Source: an optimization exercise on an open RTL-to-GDS flow (aim: small area, a short achievable clock period and few clock cycles per item). Production flows keep margins and buffers that such runs may drop.
The RTL was checked by simulation tests, not by an equivalence proof against the original design.

**constraint.sdc**
```tcl
create_clock -name core_clock -period 10.0 [get_ports {clk}]
set_input_delay 2.0000 -clock core_clock [delete_from_list [all_inputs] [get_ports {clk}]]
set_output_delay 2.0000 -clock core_clock [all_outputs]
set_load 0.01 [all_outputs]
```
**design.v**
```verilog
module bch_dec #(
    parameter integer P = 8           
) (
    input  wire        clk,
    input  wire        rst,
    input  wire        in_valid,
    output wire        in_ready,
    input  wire [63:0] in_data,
    output reg         out_valid,
    output reg         out_fail,       
    output reg  [1:0]  out_nerr,       
    output reg  [10:0] out_pos0,       
    output reg  [10:0] out_pos1,
    output reg  [10:0] out_pos2
);
    localparam integer N      = 1232;
    localparam integer WORDS  = 20;
    localparam integer NSTEPS = N / P;
    function [10:0] gf_mul(input [10:0] a, input [10:0] b);
        integer i;
        begin
            gf_mul = 11'd0;
            for (i = 10; i >= 0; i = i - 1) begin
                gf_mul = {gf_mul[9:0], 1'b0} ^ (gf_mul[10] ? 11'h005 : 11'h000);
                if (b[i]) gf_mul = gf_mul ^ a;
            end
        end
    endfunction
    function [10:0] gf_sq(input [10:0] a);
        gf_sq = gf_mul(a, a);
    endfunction
    function [10:0] alpha_pow(input integer e);
        integer i;
        begin
            alpha_pow = 11'd1;
            for (i = 0; i < e % 2047; i = i + 1)
                alpha_pow = {alpha_pow[9:0], 1'b0} ^ (alpha_pow[10] ? 11'h005 : 11'h000);
        end
    endfunction
    localparam [2:0] S_RX   = 3'd0,    
                     S_FIN  = 3'd1,    
                     S_KE   = 3'd2,    
                     S_INV  = 3'd3,    
                     S_LOC  = 3'd4,    
                     S_CH   = 3'd5,    
                     S_OUT  = 3'd6;
    reg [2:0]  st;
    reg [4:0]  widx;
    reg [10:0] s1, s3, s5;             
    reg [10:0] d, num, inv;
    reg [3:0]  inv_cnt;
    reg        single_ok;              
    reg [1:0]  deg;
    reg [10:0] t1, t2, t3;             
    reg [10:0] p0;                     
    reg [1:0]  nroots;
    reg        too_many;
    reg [10:0] pos [0:2];
    assign in_ready = (st == S_RX);
    wire take = in_valid && in_ready;
    wire [63:0] wdata = (widx == WORDS - 1) ? {in_data[63:48], 48'h0} : in_data;
    reg  [10:0] w1, w3, w5;
    wire [10:0] a1 [0:63];
    wire [10:0] a3 [0:63];
    wire [10:0] a5 [0:63];
    genvar gk;
    generate
        for (gk = 0; gk < 64; gk = gk + 1) begin : g_syn
            assign a1[gk] = alpha_pow(gk);
            assign a3[gk] = alpha_pow(3 * gk);
            assign a5[gk] = alpha_pow(5 * gk);
        end
    endgenerate
    integer k;
    always @(*) begin
        w1 = 11'd0; w3 = 11'd0; w5 = 11'd0;
        for (k = 0; k < 64; k = k + 1) begin
            if (wdata[k]) begin
                w1 = w1 ^ a1[k];
                w3 = w3 ^ a3[k];
                w5 = w5 ^ a5[k];
            end
        end
    end
    wire [10:0] s1_next = ((widx == 0) ? 11'd0 : gf_mul(s1, alpha_pow(64)))  ^ w1;
    wire [10:0] s3_next = ((widx == 0) ? 11'd0 : gf_mul(s3, alpha_pow(192))) ^ w3;
    wire [10:0] s5_next = ((widx == 0) ? 11'd0 : gf_mul(s5, alpha_pow(320))) ^ w5;
    wire [10:0] s1_2 = gf_sq(s1);
    wire [10:0] s1_3 = gf_mul(s1_2, s1);
    wire [10:0] s1_5 = gf_mul(gf_sq(s1_2), s1);
    wire [10:0] lam2 = gf_mul(num, inv);
    wire [10:0] lam3 = d ^ gf_mul(s1, lam2);
    reg [P-1:0] root;
    wire [10:0] c1 [0:P-1];
    wire [10:0] c2 [0:P-1];
    wire [10:0] c3 [0:P-1];
    generate
        for (gk = 0; gk < P; gk = gk + 1) begin : g_ch
            assign c1[gk] = alpha_pow(gk);
            assign c2[gk] = alpha_pow(2 * gk);
            assign c3[gk] = alpha_pow(3 * gk);
        end
    endgenerate
    integer j;
    always @(*) begin
        for (j = 0; j < P; j = j + 1)
            root[j] = ((gf_mul(t1, c1[j]) ^ gf_mul(t2, c2[j]) ^ gf_mul(t3, c3[j])) == 11'd1);
    end
    reg [1:0]  nr_next;
    reg        tm_next;
    reg [10:0] pos_next [0:2];
    always @(*) begin
        nr_next = nroots;
        tm_next = too_many;
        pos_next[0] = pos[0]; pos_next[1] = pos[1]; pos_next[2] = pos[2];
        for (j = 0; j < P; j = j + 1) begin
            if (root[j]) begin
                if (nr_next == 2'd3) begin
                    tm_next = 1'b1;
                end else begin
                    pos_next[nr_next] = p0 + j;
                    nr_next = nr_next + 2'd1;
                end
            end
        end
    end
    always @(posedge clk) begin
        if (rst) begin
            st        <= S_RX;
            widx      <= 5'd0;
            out_valid <= 1'b0;
        end else begin
            out_valid <= 1'b0;
            case (st)
                S_RX: begin
                    if (take) begin
                        s1 <= s1_next;
                        s3 <= s3_next;
                        s5 <= s5_next;
                        if (widx == WORDS - 1) begin
                            widx <= 5'd0;
                            st   <= S_FIN;
                        end else begin
                            widx <= widx + 5'd1;
                        end
                    end
                end
                S_FIN: begin
                    s1 <= gf_mul(s1, alpha_pow(2047 - 48));
                    s3 <= gf_mul(s3, alpha_pow(2 * 2047 - 3 * 48));
                    s5 <= gf_mul(s5, alpha_pow(2 * 2047 - 5 * 48));
                    st <= S_KE;
                end
                S_KE: begin
                    if (s1 == 11'd0 && s3 == 11'd0 && s5 == 11'd0) begin
                        out_valid <= 1'b1;
                        out_fail  <= 1'b0;
                        out_nerr  <= 2'd0;
                        out_pos0  <= 11'd0;
                        out_pos1  <= 11'd0;
                        out_pos2  <= 11'd0;
                        st        <= S_RX;
                    end else begin
                        d         <= s1_3 ^ s3;
                        num       <= gf_mul(s1_2, s3) ^ s5;
                        single_ok <= (s1_5 == s5);
                        inv       <= s1_3 ^ s3;
                        inv_cnt   <= 4'd9;
                        st        <= S_INV;
                    end
                end
                S_INV: begin
                    if (inv_cnt != 4'd0) begin
                        inv     <= gf_mul(gf_sq(inv), d);
                        inv_cnt <= inv_cnt - 4'd1;
                    end else begin
                        inv <= gf_sq(inv);
                        st  <= S_LOC;
                    end
                end
                S_LOC: begin
                    t1 <= gf_mul(s1,   alpha_pow(2047 - 1231));
                    t2 <= gf_mul(lam2, alpha_pow(2 * (2047 - 1231)));
                    t3 <= gf_mul(lam3, alpha_pow(3 * (2047 - 1231)));
                    deg <= (lam3 != 11'd0) ? 2'd3 : (lam2 != 11'd0) ? 2'd2 :
                           (s1 != 11'd0) ? 2'd1 : 2'd0;
                    p0       <= 11'd0;
                    nroots   <= 2'd0;
                    too_many <= 1'b0;
                    pos[0]   <= 11'd0;
                    pos[1]   <= 11'd0;
                    pos[2]   <= 11'd0;
                    st       <= S_CH;
                end
                S_CH: begin
                    nroots   <= nr_next;
                    too_many <= tm_next;
                    pos[0]   <= pos_next[0];
                    pos[1]   <= pos_next[1];
                    pos[2]   <= pos_next[2];
                    t1 <= gf_mul(t1, alpha_pow(P));
                    t2 <= gf_mul(t2, alpha_pow(2 * P));
                    t3 <= gf_mul(t3, alpha_pow(3 * P));
                    p0 <= p0 + P;
                    if (p0 == N - P)
                        st <= S_OUT;
                end
                S_OUT: begin
                    out_valid <= 1'b1;
                    if (!too_many && deg != 2'd0 && nroots == deg &&
                        (d != 11'd0 || single_ok)) begin
                        out_fail <= 1'b0;
                        out_nerr <= nroots;
                        out_pos0 <= pos[0];
                        out_pos1 <= pos[1];
                        out_pos2 <= pos[2];
                    end else begin
                        out_fail <= 1'b1;
                        out_nerr <= 2'd0;
                        out_pos0 <= 11'd0;
                        out_pos1 <= 11'd0;
                        out_pos2 <= 11'd0;
                    end
                    st <= S_RX;
                end
                default: st <= S_RX;
            endcase
        end
    end
endmodule
```
**run.sh**
```bash
#!/bin/bash
# synth_recipe.tcl (not shown) runs the flow's synth.tcl, then flattens the netlist and writes it again
# the make line also repeats each setting of config.mk as NAME=value (left out here)
make -C /OpenROAD-flow-scripts/flow DESIGN_CONFIG=/design/flow/config.mk WORK_HOME=/design/flow/orfs CLKGATE_MAP_FILE= SYNTH_SCRIPT=/design/flow/synth_recipe.tcl finish
```
**config.mk**
```make
export PLATFORM = sky130hd
export DESIGN_NAME = bch_dec
export DESIGN_NICKNAME = bch_dec
export VERILOG_FILES = /design/flow/design.v
export SDC_FILE = /design/flow/constraint.sdc
export NUM_CORES = 4
export LEC_CHECK = 0
export CAP_MARGIN = 20
export CORE_MARGIN = 2
export CORE_UTILIZATION = 40
export SLEW_MARGIN = 20
```
==> run summary <==
## routing by layer
| metal | routed length (microns) | vias to the layer above | track usage |
|---|---|---|---|
| li1 | - | 11981 | - |
| met1 | 41360 | 11884 | 0.3142 |
| met2 | 43490 | 939 | 0.3773 |
| met3 | 6045 | 163 | 0.02757 |
| met4 | 2679 | 2 | 0.07474 |
| met5 | 16 | - | 0 |
## cells in the mapped netlist, drive strengths merged (51+ instances only)
cell,number
a21oi,122
o21ai,110
nor2,267
xnor2,1251
edfxtp,186
buf,90
xnor3,92
mux2i,51
clkbuf,217
nand2,690
xor2,264
## how the worst min path moves through the flow
stage / to / slack, ns / cells past startpoint
after floorplan: widx[1] / 0.46 / 2
after global placement: widx[1] / 0.49 / 2
after detailed placement: widx[1] / 0.49 / 2
after CTS: widx[1] / 0.51 / 2
after global routing: widx[4] / 0.57 / 2
final: widx[1] / 0.51 / 2
## cells in the final DEF (no fill, tap or decap), types with 8 or more instances in the layout
| cell type | netlist | routed |
|---|---|---|
| inv_1 | 42 | 42 |
| o21ai_0 | 107 | 107 |
| buf_4 | 4 | 62 |
| clkdlybuf4s50_1 | 0 | 104 |
| ha_1 | 26 | 26 |
| a31oi_1 | 14 | 14 |
| mux2_2 | 21 | 21 |
| edfxtp_1 | 186 | 186 |
| nand2b_1 | 11 | 11 |
| and2_1 | 41 | 41 |
| nor2_1 | 267 | 266 |
| xnor3_1 | 87 | 87 |
| a22oi_1 | 21 | 21 |
| dfxtp_1 | 9 | 9 |
| nand3_1 | 40 | 40 |
| clkbuf_16 | 0 | 17 |
| nor3_1 | 38 | 38 |
| nand2_1 | 687 | 686 |
| xnor2_1 | 1243 | 1239 |
| nor2b_1 | 8 | 8 |
| and3_1 | 9 | 9 |
| a21oi_1 | 122 | 121 |
| mux2i_1 | 51 | 51 |
| xnor2_2 | 7 | 11 |
| xor3_1 | 18 | 18 |
| xor2_1 | 259 | 259 |
| nor4_1 | 14 | 13 |
| a211oi_1 | 12 | 12 |
## critical path, stage by stage (launching register included)
cell and delay [ns]:
edfxtp_1 0.33, buf_4 0.43, inv_1 0.08, buf_4 0.25, ha_1 0.30, xor2_1 0.56
xnor2_1 0.30, clkinv_1 0.72, ha_1 0.51, xnor2_1 0.19, xor2_1 0.32, clkbuf_4 0.30
nand2_1 0.08, xor2_1 0.18, xnor2_1 0.14, xnor2_1 0.27, xnor2_1 0.22, mux2_2 0.37
a32oi_1 0.15, o32a_1 0.17, nor4_1 0.05
## kinds of logic (layout without fill, tap and decap cells)
kind of cell / count (synthesis) / after routing / synth area share
fa+ha+maj: 27 / 27 / 0.01071
compound gates: 353 / 353 / 0.06854
simple gates: 1171 / 1171 / 0.1581
mux: 72 / 72 / 0.02386
buf+inv: 358 / 251 / 0.04536
xor+xnor: 1627 / 1627 / 0.5093
flops: 195 / 195 / 0.1842
## registers in the layout (all words and copies together), names as in the netlist, 2 cells and up
name	cells
t1	11
out_pos2	11
t3	11
p0	8
s3	11
t2	11
deg	2
s5	11
out_nerr	2
out_pos1	11
pos	33
d	11
inv	11
widx	5
s1	11
inv_cnt	4
num	11
st	3
out_pos0	11
nroots	2
## layout make-up
cell class | instances | area (sq um)
clock buffer | 17 | 425.4
multi-input combinational | 3250 | 24220
fill | 7764 | 43830
sequential | 195 | 5766
tap | 1040 | 1301
clock inverter | 14 | 175.2
timing repair buffer | 169 | 1562
inverter | 51 | 191.4
==> results.py <==
metrics = {
    "sta": {
        "setup_ws_ns": 3.806,
        "setup_tns_ns": 0,
        "finalCriticalPeriod_ns": 6.194,
        "holdWs_ns": 0.5114,
        "slew_violations": 0,
        "rsz0062_at_grt": "no",
        "hold_violations": 0,
        "skew_ns": 0.01884,
        "fmax_mhz": 161.4,
        "slew_headroom": 0.2187,
        "tightestPinTransition_ns": 1.164,
        "finalSetupViolations": 0,
        "timing.final.crit_share": 0.6194,
    },
    "worst_setup_path": {
        "cp.arrival_ns": 6.47,
        "start_kind": "flop",
        "crit_fanout": 38,
        "startpoint": "s1[1]",
        "cp-end-kind": "flop",
        "r2r_cells": 20,
        "r2r-end": "single_ok",
        "worstSetupPathType": "flop to flop",
        "required_ns": 10.28,
        "worstReg2RegStart": "s1[1]",
        "cp-endpoint": "single_ok",
        "reg2reg_slack_ns": 3.81,
    },
    "run_status": {
        "status": "timing/DRC/antenna clean",
    },
    "placement": {
        "placed_area_sq_um": 32980,
        "dp_cells": 4702,
        "gp_congestion": 0.9561,
        "dp_hpwl_microns": 67240,
        "port-buffer-count": 104,
        "place_worst_setup_slack_ns": 3.575,
    },
    "floorplanning": {
        "dieArea_sq_um": 80520,
        "io_pins": 105,
        "start_util": 0.4041,
        "rows": 102,
        "coreArea_sq_um": 77470,
        "fp.dieH_microns": 283.8,
        "die_w_microns": 283.8,
    },
    "synthesis": {
        "ys_ff_latch": 195,
        "synth_edf_count": 186,
        "yosysUniqueCellTypes": 84,
        "yosys_warnings": 3,
        "synthTopCellsByArea": "xnor2_1 (35%), edfxtp_1 (18%), nand2_1 (8.2%)",
        "synth_top_area_share": 0.3477,
        "synth_top_flop_cell": "edfxtp_1",
        "netlist_area_sq_um": 31310,
        "ys_seq_area_frac": 0.1842,
        "synthCells": 3803,
        "avgSynthCellArea_sq_um": 8.232,
        "synth_top_area_cell": "xnor2_1",
        "synthesis.nets": 3896,
        "async_reset_ff_frac": 0,
    },
    "routing": {
        "num_vias": 24969,
        "drt_iter0_markers": 2446,
        "drt-pass1-iter-count": 6,
        "totalWireLength_microns": 93600,
        "antenna_left": 0,
        "wl_per_cell_microns": 19.76,
        "via_per_inst": 5.272,
        "drc_errors": 0,
    },
    "worst_hold_path": {
        "hold_path.class": "flop to flop",
        "hp-start": "widx[1]",
    },
    "global_routing": {
        "grt_antenna_before_repair": 1,
        "grt_max_degree": 84,
        "grt_use_total": 0.2301,
        "grt_pass1_vias": 24064,
        "grt_first_pass_wirelength_microns": 145200,
        "overflow": 0,
    },
    "clock_tree": {
        "cts_tree": "done",
        "clock_sinks": 195,
        "cts_resized": 0,
        "clkLatencyLatePin_ns": 0.52,
        "cts.path.max_buffers": 2,
        "clk_pin_slew_ns": 0.10,
        "postCtsSetupRepairBufs": 0,
        "cts_htree_levels": 4,
        "cts_made_buffers": 17,
        "cts_root_buffer": "clkbuf_16",
        "cts_hold_buf": 0,
    },
    "final_layout": {
        "final_util": 0.4342,
        "area_growth_pct": 7.445,
        "nNetsFinal": 3777,
        "insertedDiodeCount": 0,
        "drive_above_1_share": 0.04600,
        "stdcell_area_sq_um": 33640,
        "stdcell_count": 4736,
    },
    "run": {
        "cap_violations": 0,
    },
}
Testbench counts, summed over its fixed seeds: cycles 62,028, rows 480.

## what the ideal ports hide
The flow's constraints put no driver on any port. The routed layout listed below was extracted and timed again, unchanged, in two steps.
Step 1 assumes that a clkbuf_16 drives the clock port and a buf_2 every other input.
Step 2 adds t to the input delays and takes it off the output delays; t is the mean of the earliest and latest rising clock arrival at the registers after step 1. Input paths then give back, and output paths get back, about the clock's delay inside the block.
Three values: ideal, step 1, step 2; two values: the first two.
t, ns: 0.575
setup slack, ns: 3.806 / 3.806 / 3.806
worst hold slack (ns): 0.511 / 0.511 / 0.511
latest minus earliest clock arrival (ns): 0.020 / 0.019
After both steps setup and hold are still met in this run. The setup slack of this run moves by 0.000 ns with the drivers and by 0.000 ns with both steps.
